Background: an optimization exercise with open tools, aiming at small area, a short achievable clock period and few clock cycles per item. Do not read the settings as production practice.
Only simulation tests tie the RTL to the original design; equivalence was not proved.

$ cat flow/design.v
module oxdon_rs_dec (
    input  wire       clk,
    input  wire       rst,           
    input  wire       in_valid,
    input  wire [9:0] in_sym,
    output wire       in_ready,
    output reg        err_valid,
    output reg  [9:0] err_pos,       
    output reg  [9:0] err_val,       
    output reg        cw_done,
    output reg        cw_fail,
    output reg  [4:0] cw_nerr
);
    localparam integer T    = 15;
    localparam integer NPAR = 2 * T;      
    function [9:0] gf_mul;
        input [9:0] a;
        input [9:0] b;
        integer i;
        reg [9:0] p, x;
        begin
            p = 10'd0;
            x = a;
            for (i = 0; i < 10; i = i + 1) begin
                if (b[i]) p = p ^ x;
                x = {x[8:0], 1'b0} ^ (x[9] ? 10'h009 : 10'h000);
            end
            gf_mul = p;
        end
    endfunction
    function [9:0] gf_pow_alpha;
        input integer n;
        integer i;
        reg [9:0] x;
        begin
            x = 10'd1;
            for (i = 0; i < n; i = i + 1)
                x = {x[8:0], 1'b0} ^ (x[9] ? 10'h009 : 10'h000);
            gf_pow_alpha = x;
        end
    endfunction
    function [9:0] gf_inv;
        input [9:0] a;
        integer i;
        reg [9:0] sq, r;
        begin
            sq = a;
            r  = 10'd1;
            for (i = 1; i < 10; i = i + 1) begin
                sq = gf_mul(sq, sq);           
                r  = gf_mul(r, sq);
            end
            gf_inv = r;
        end
    endfunction
    reg [9:0] syn [0:NPAR-1];
    reg [9:0] in_cnt;
    reg       syn_full;                   
    wire      syn_take;                   
    assign in_ready = !syn_full;
    wire in_fire = in_valid && in_ready;
    genvar gj;
    generate
        for (gj = 0; gj < NPAR; gj = gj + 1) begin : g_syn
            localparam [9:0] AJ = gf_pow_alpha(gj);
            always @(posedge clk) begin
                if (rst)
                    syn[gj] <= 10'd0;
                else if (in_fire)
                    syn[gj] <= (in_cnt == 10'd0 ? 10'd0 : gf_mul(syn[gj], AJ)) ^ in_sym;
            end
        end
    endgenerate
    always @(posedge clk) begin
        if (rst) begin
            in_cnt   <= 10'd0;
            syn_full <= 1'b0;
        end else begin
            if (in_fire) begin
                if (in_cnt == 10'd543) begin
                    in_cnt   <= 10'd0;
                    syn_full <= 1'b1;
                end else begin
                    in_cnt <= in_cnt + 10'd1;
                end
            end else if (syn_take) begin
                syn_full <= 1'b0;
            end
        end
    end
    localparam [2:0] S_IDLE  = 3'd0;
    localparam [2:0] S_BM    = 3'd1;
    localparam [2:0] S_OMEGA = 3'd2;
    localparam [2:0] S_CHIEN = 3'd3;
    localparam [2:0] S_DONE  = 3'd4;
    reg [2:0] state;
    reg [9:0] s_cp [0:NPAR-1];            
    reg [9:0] win  [0:T];                 
    reg [9:0] lam  [0:T];                 
    reg [9:0] bb   [0:T];                 
    reg [9:0] om   [0:T-1];               
    reg [9:0] gam;
    reg [5:0] len;                        
    reg [5:0] step;                       
    reg [9:0] pos;                        
    reg [9:0] ch_l [0:T];                 
    reg [9:0] ch_w [0:T-1];               
    reg [4:0] roots;
    assign syn_take = (state == S_IDLE) && syn_full;
    reg [9:0] disc;
    integer di;
    always @(*) begin
        disc = 10'd0;
        for (di = 0; di <= T; di = di + 1)
            disc = disc ^ gf_mul(lam[di], win[di]);
    end
    reg [9:0] lam_nx [0:T];
    integer ui;
    always @(*) begin
        for (ui = 0; ui <= T; ui = ui + 1)
            lam_nx[ui] = gf_mul(gam, lam[ui]) ^ (ui == 0 ? 10'd0 : gf_mul(disc, bb[ui-1]));
    end
    wire bm_swap = (disc != 10'd0) && ({len, 1'b0} <= {1'b0, step});
    wire [5:0] nxt_idx = step + 6'd1;
    wire [9:0] syn_nx  = (nxt_idx < 6'd30) ? s_cp[nxt_idx[4:0]] : 10'd0;
    reg [9:0] ch_sum, ch_odd, ch_om;
    integer ci;
    always @(*) begin
        ch_sum = 10'd0;
        ch_odd = 10'd0;
        ch_om  = 10'd0;
        for (ci = 0; ci <= T; ci = ci + 1) begin
            ch_sum = ch_sum ^ ch_l[ci];
            if (ci % 2 == 1) ch_odd = ch_odd ^ ch_l[ci];
        end
        for (ci = 0; ci < T; ci = ci + 1)
            ch_om = ch_om ^ ch_w[ci];
    end
    wire       ch_root = (ch_sum == 10'd0);
    wire [9:0] ch_val  = gf_mul(ch_om, gf_inv(ch_odd));
    reg [9:0] ch_l_nx [0:T];
    reg [9:0] ch_w_nx [0:T-1];
    genvar gi;
    generate
        for (gi = 0; gi <= T; gi = gi + 1) begin : g_chien_l
            localparam [9:0] AINV = gf_pow_alpha((1023 - gi) % 1023);
            always @(*) ch_l_nx[gi] = gf_mul(ch_l[gi], AINV);
        end
        for (gi = 0; gi < T; gi = gi + 1) begin : g_chien_w
            localparam [9:0] AINV = gf_pow_alpha((1023 - gi) % 1023);
            always @(*) ch_w_nx[gi] = gf_mul(ch_w[gi], AINV);
        end
    endgenerate
    integer k;
    always @(posedge clk) begin
        if (rst) begin
            state     <= S_IDLE;
            err_valid <= 1'b0;
            err_pos   <= 10'd0;
            err_val   <= 10'd0;
            cw_done   <= 1'b0;
            cw_fail   <= 1'b0;
            cw_nerr   <= 5'd0;
            gam       <= 10'd0;
            len       <= 6'd0;
            step      <= 6'd0;
            pos       <= 10'd0;
            roots     <= 5'd0;
            for (k = 0; k < NPAR; k = k + 1) s_cp[k] <= 10'd0;
            for (k = 0; k <= T; k = k + 1) begin
                win[k]  <= 10'd0;
                lam[k]  <= 10'd0;
                bb[k]   <= 10'd0;
                ch_l[k] <= 10'd0;
            end
            for (k = 0; k < T; k = k + 1) begin
                om[k]   <= 10'd0;
                ch_w[k] <= 10'd0;
            end
        end else begin
            err_valid <= 1'b0;
            cw_done   <= 1'b0;
            case (state)
                S_IDLE: begin
                    if (syn_full) begin
                        for (k = 0; k < NPAR; k = k + 1) s_cp[k] <= syn[k];
                        for (k = 0; k <= T; k = k + 1) begin
                            win[k] <= (k == 0) ? syn[0] : 10'd0;
                            lam[k] <= (k == 0) ? 10'd1 : 10'd0;
                            bb[k]  <= (k == 0) ? 10'd1 : 10'd0;
                        end
                        gam   <= 10'd1;
                        len   <= 6'd0;
                        step  <= 6'd0;
                        state <= S_BM;
                    end
                end
                S_BM: begin
                    for (k = 0; k <= T; k = k + 1) lam[k] <= lam_nx[k];
                    if (bm_swap) begin
                        for (k = 0; k <= T; k = k + 1) bb[k] <= lam[k];
                        gam <= disc;
                        len <= step + 6'd1 - len;
                    end else begin
                        bb[0] <= 10'd0;
                        for (k = 1; k <= T; k = k + 1) bb[k] <= bb[k-1];
                    end
                    win[0] <= syn_nx;
                    for (k = 1; k <= T; k = k + 1) win[k] <= win[k-1];
                    if (step == 6'd29) begin
                        for (k = 0; k <= T; k = k + 1)
                            win[k] <= (k == 0) ? s_cp[0] : 10'd0;
                        step  <= 6'd0;
                        state <= S_OMEGA;
                    end else begin
                        step <= step + 6'd1;
                    end
                end
                S_OMEGA: begin
                    if (len > 6'd15) begin
                        cw_done <= 1'b1;
                        cw_fail <= 1'b1;
                        cw_nerr <= 5'd0;
                        state   <= S_IDLE;
                    end else begin
                        om[step[3:0]] <= disc;
                        win[0] <= syn_nx;
                        for (k = 1; k <= T; k = k + 1) win[k] <= win[k-1];
                        if (step == 6'd14) begin
                            state <= S_CHIEN;
                            pos   <= 10'd0;
                            roots <= 5'd0;
                            for (k = 0; k <= T; k = k + 1) ch_l[k] <= lam[k];
                            for (k = 0; k < T - 1; k = k + 1) ch_w[k] <= om[k];
                            ch_w[T-1] <= disc;
                        end else begin
                            step <= step + 6'd1;
                        end
                    end
                end
                S_CHIEN: begin
                    for (k = 0; k <= T; k = k + 1) ch_l[k] <= ch_l_nx[k];
                    for (k = 0; k < T; k = k + 1) ch_w[k] <= ch_w_nx[k];
                    if (ch_root) begin
                        err_valid <= 1'b1;
                        err_pos   <= 10'd543 - pos;
                        err_val   <= ch_val;
                        roots     <= roots + 5'd1;
                    end
                    if (pos == 10'd543)
                        state <= S_DONE;
                    else
                        pos <= pos + 10'd1;
                end
                S_DONE: begin
                    cw_done <= 1'b1;
                    cw_fail <= ({1'b0, roots} != len);
                    cw_nerr <= roots;
                    state   <= S_IDLE;
                end
                default: state <= S_IDLE;
            endcase
        end
    end
endmodule
$ cat flow/run.sh
#!/bin/bash
# synth_recipe.tcl (not shown) runs the flow's synth.tcl, then flattens the netlist and writes it again
# the make line also repeats each setting of config.mk as NAME=value (left out here)
make -C /OpenROAD-flow-scripts/flow DESIGN_CONFIG=/design/flow/config.mk WORK_HOME=/design/flow/orfs CLKGATE_MAP_FILE= SYNTH_SCRIPT=/design/flow/synth_recipe.tcl finish
$ cat flow/config.mk
export PLATFORM = sky130hd
export DESIGN_NAME = oxdon_rs_dec
export DESIGN_NICKNAME = oxdon_rs_dec
export VERILOG_FILES = /design/flow/design.v
export SDC_FILE = /design/flow/constraint.sdc
export NUM_CORES = 4
export LEC_CHECK = 0
export CAP_MARGIN = 20
export CORE_MARGIN = 2
export CORE_UTILIZATION = 25
export PLACE_DENSITY = 0.3
export SLEW_MARGIN = 20
$ cat flow/constraint.sdc
create_clock -name core_clock -period 20.0 [get_ports {clk}]
set_input_delay 4.0000 -clock core_clock [delete_from_list [all_inputs] [get_ports {clk}]]
set_output_delay 4.0000 -clock core_clock [all_outputs]
set_load 0.01 [all_outputs]
==> results list <==
* Worst path max stage delay: 0.70 ns
- A synthesized cell averages 6.99 um2.
- The first global-routing pass estimated 1320000 um of wire.
- Setup total negative slack on the finished layout was measured at 0 ns.
- Worst Hold Launch: win[9][9]
- Largest family of logic cells by synthesized area: XOR/XNOR gates
- Summing the areas of all compound-gate instances in the mapped netlist gives 11.7% of the synthesized area.
- After legalization and detailed placement, the total HPWL measured 650000 um.
- The slowest stage of the critical path belongs to the cell xnor3_2.
- The floorplan has 292 rows.
- Once placement finished, the instance area stood at 170000 um2.
- Detailed routing inserted a total of 156000 vias.
- Once the clock tree was built, the setup fixing pass inserted 0 buffers.
* Worst Path Class, Setup: flip-flop to flip-flop
* Worst setup SP type: flip-flop
- RSZ-0062 raised after global routing: false
* Post-CTS clock slew at the launch and capture registers of the worst setup and hold paths: 0.06 ns
- In the final routed layout, each cell accounts on average for 32.0 um.
* DRC violations left: 0
- Layout Skew: 0.104 ns
- The Yosys step of the flow raised 11 warnings.
- The count of nets left with antenna violations once routing finished came out at 0.
- Slew @ Worst Pin: 1.30 ns
- Nets: 22000
- Critical path arrival: 19.81 ns
- Per-cell via count in the routed design: 5.11
* Maximum clock insertion buffer count: 4
- Ys flop type: dfxtp_1
* Iteration count of the initial detailed-routing pass: 6
- Final worst path period share: 94.5%
- Sequential fraction of the synthesis area: 21.1%
* Initial DRC Count: 18600
- For this block, the routed nets add up to 977000 um of wire.
* Post-synthesis sequential element count: 1599
- The synthesized netlist contains 112 unique library cells.
* Simple-Gate Fraction of Synth Area: 23.7%
- Clock tree from TritonCTS: built
- Number of cell instances on the worst register-to-register path: 62
- Post_cts resized: 0
- The final hold violation count is 0.
- Initial standard-cell utilization of the core: 25.1%
* Setup violation total in the final timing report: 0
- For flop-to-flop paths, the worst setup slack is 1.09 ns.
- The count of buffers added on input and output ports is 41.
- Depth of the CTS H-tree: 4
- Most frequent standard cell in the layout excluding fill and tap cells: nand2_1
* Io pins: 42
- Commonest non-fill, non-tap cells in the layout: nand2_1, xnor2_1, nor2_1, dfxtp_1, xor2_1
- Xor and xnor fraction of the mapped netlist area: 37.2%
- The via count of the first global-routing pass was 146000.
- CTS Hold Buffers Added: 0
* Worst slew margin relative to its limit: 13.2%
- Counting flops with a built-in enable in the synthesized netlist gives 140.
* Synth async-reset ratio: 0%
- Combined global-route utilization of all metal layers: 29.1%
* Class of the most critical hold timing path: flip-flop to flip-flop
- At the end of routability-driven placement, the weighted congestion stood at 0.992.
- Global route total overflow: 0
- Number of nets produced by synthesis: 22800
- Number of antenna violations at the first check in global routing: 94
* Mux share of post-synthesis cell area: 1.06%
* Cell at the root of the clock tree: clkbuf_16
* WP data required: 20.90 ns
* Synth area leaders: xnor2_1, dfxtp_1, nand2_1
* Worst Hold Endpoint: win[9][9]
* Reg-to-Reg End: err_val[7]
- Max-cap violations in this run came to 0.
- In this run the worst path has a maximum fanout of 17.
* Die height: 801 um
* Type of element capturing the critical path: flip-flop
* Placeable core region: 632000 um2
- Entering global routing, the biggest net connects 166 pins.
- The number of max-slew violations in the final report was 0.
- Time the final worst path needs with I/O delays and setup: 18.91 ns
- From left edge to right edge, the die measures 801 um.
- The clock drives 1599 sinks.
- In this run the critical register-to-register path is launched from ch_l[15][0].
- The die covers 641000 um2.
* Layout cell share with drive strength beyond 1: 7.84%
* Synthesized area: 159000 um2
- After Yosys synthesis, full adders, half adders and majority gates account for 0.303% of the synthesized area.
- Static timing analysis puts the maximum clock frequency at 52.9 MHz.
- Instance count of the mapped netlist: 22700
* Total non-filler cell area in the finished layout: 178000 um2
- Relative to the synthesized area, the layout overhead comes to 12.3%.
- Crit-path most repeated cell: xnor3_1
* TritonCTS buffer count: 224
- Area fraction of the dominant cell type after synthesis: 26.5%
- Counting instances, the worst hold path has a depth of 2.
* Post-synth top area cell: xnor2_1
- Outcome: no timing/DRC/antenna violations
- For the worst-skew pair, the clock arrives at the later sink with an insertion delay of 1.01 ns.
## Yosys cell counts, types with 19 or more instances
| cell type | count |
|---|---|
| a211oi_1 | 301 |
| a21oi_1 | 1323 |
| a221oi_1 | 20 |
| a22oi_1 | 331 |
| a311oi_1 | 144 |
| a31oi_1 | 20 |
| a32oi_1 | 19 |
| and2_1 | 37 |
| and3_1 | 20 |
| buf_1 | 291 |
| buf_2 | 49 |
| buf_4 | 23 |
| clkbuf_1 | 1628 |
| dfxtp_1 | 1459 |
| edfxtp_1 | 140 |
| ha_1 | 36 |
| inv_1 | 69 |
| mux2_2 | 70 |
| mux2i_1 | 85 |
| nand2_1 | 6682 |
| nand2b_1 | 99 |
| nand3_1 | 367 |
| nand4_1 | 41 |
| nor2_1 | 1687 |
| nor2b_1 | 112 |
| nor3_1 | 193 |
| nor3b_1 | 30 |
| nor4_1 | 42 |
| o211ai_1 | 133 |
| o21a_1 | 20 |
| o21ai_0 | 417 |
| o21ai_1 | 32 |
| o22ai_1 | 41 |
| o31ai_1 | 35 |
| or3_1 | 65 |
| xnor2_1 | 4803 |
| xnor2_2 | 43 |
| xnor3_1 | 144 |
| xor2_1 | 1357 |
## cells by family (layout without fill, tap and decap cells)
group | after synthesis | in the layout
AO/OA/AOI/OAI | 3000 | 3000
other | 0 | 30
multiplexers | 159 | 159
flip-flops | 1599 | 1599
AND/OR/NAND/NOR | 9439 | 9439
adder cells (fa/ha/maj) | 38 | 38
buffers and inverters | 2080 | 1490
XOR/XNOR | 6398 | 6398
## critical path, delay by kind of cell, from the launching register on
kind	cells	cell delay, ns
multiplexers	2	0.74
AO/OA/AOI/OAI	5	0.84
XOR/XNOR	38	13.17
adder cells (fa/ha/maj)	2	0.87
flip-flops	1	0.46
buffers and inverters	5	1.09
AND/OR/NAND/NOR	10	1.70
## area by class of cell
cell class	instances	area [um2]
Antenna cell	30	75.1
Clock inverter	98	1400
Sequential cell	1599	33500
Clock buffer	314	6510
Tap cell	8379	10500
Inverter	89	338
Multi-Input combinational cell	19000	118000
Timing Repair Buffer	989	7760
Fill cell	69200	454000
## layer usage
metal	vias to the layer above	wire, um	track usage [%]
met5	-	139	0
met4	20	35300	8.92
met3	1238	67000	4.06
met2	6169	422000	44.9
met1	77500	453000	41.7
li1	71000	-	-
## sequential cells by signal, summed over array words and instances (netlist names), 10 cells and up
register and cells:
s_cp 300, syn 300, ch_l 160, lam 160, win 160, bb 150
ch_w 150, om 140, err_pos 10, err_val 10, gam 10, in_cnt 10
pos 10
## stage by stage
stage / hold WS [ns] / setup slack, ns / std cells / util, %
3_3_place_gp: 0.440 / 0.0214 / 30100 / 26.9
6_report: 0.449 / 1.09 / 30500 / 28.2
2_1_floorplan: 0.436 / 2.52 / 22700 / -
4_1_cts: 0.451 / 0.0296 / 30500 / 28.1
5_1_grt: 0.467 / 0.0182 / 30500 / 28.2
3_5_place_dp: 0.444 / 0.00221 / 30100 / 26.9
## worst max-delay path by stage
stage	from	to	cells past startpoint
floorplan	ch_l[11][9]	err_val[3]	75
global placement	ch_l[15][0]	err_val[3]	64
detailed placement	ch_l[15][0]	err_val[9]	63
CTS	ch_l[15][0]	err_val[8]	64
global route	ch_l[1][0]	err_val[3]	67
finish	ch_l[15][0]	err_val[7]	62
Testbench counts, summed over its fixed seeds: cycles 193,480, codewords 320.

re-timing with driven ports:
The flow's constraints put no driver on any port. The routed layout listed below was extracted and timed again, unchanged, in two steps. Step 1 sets driving cells, clkbuf_16 on the clock port and buf_2 on the other inputs (assumed; they add their load-dependent delay and slew). Step 2, shift: input delay + t, output delay - t, t = (earliest + latest rising clock arrival at the registers) / 2. This alone moves slack from input paths to output paths. Slacks: ideal ports / drivers / drivers and shift; pairs: ideal ports / drivers.
t, ns: 1.087
setup slack, ns: 1.091 / 1.091 / 1.091
clock arrival spread, ns: 0.121 / 0.122
worst data-port slew with drivers (ns): 0.08
pins driven straight from the clock port: 1
After both steps this run still meets setup and hold. For this run, drivers alone change the setup slack by 0.000 ns; drivers and shift together by 0.000 ns.
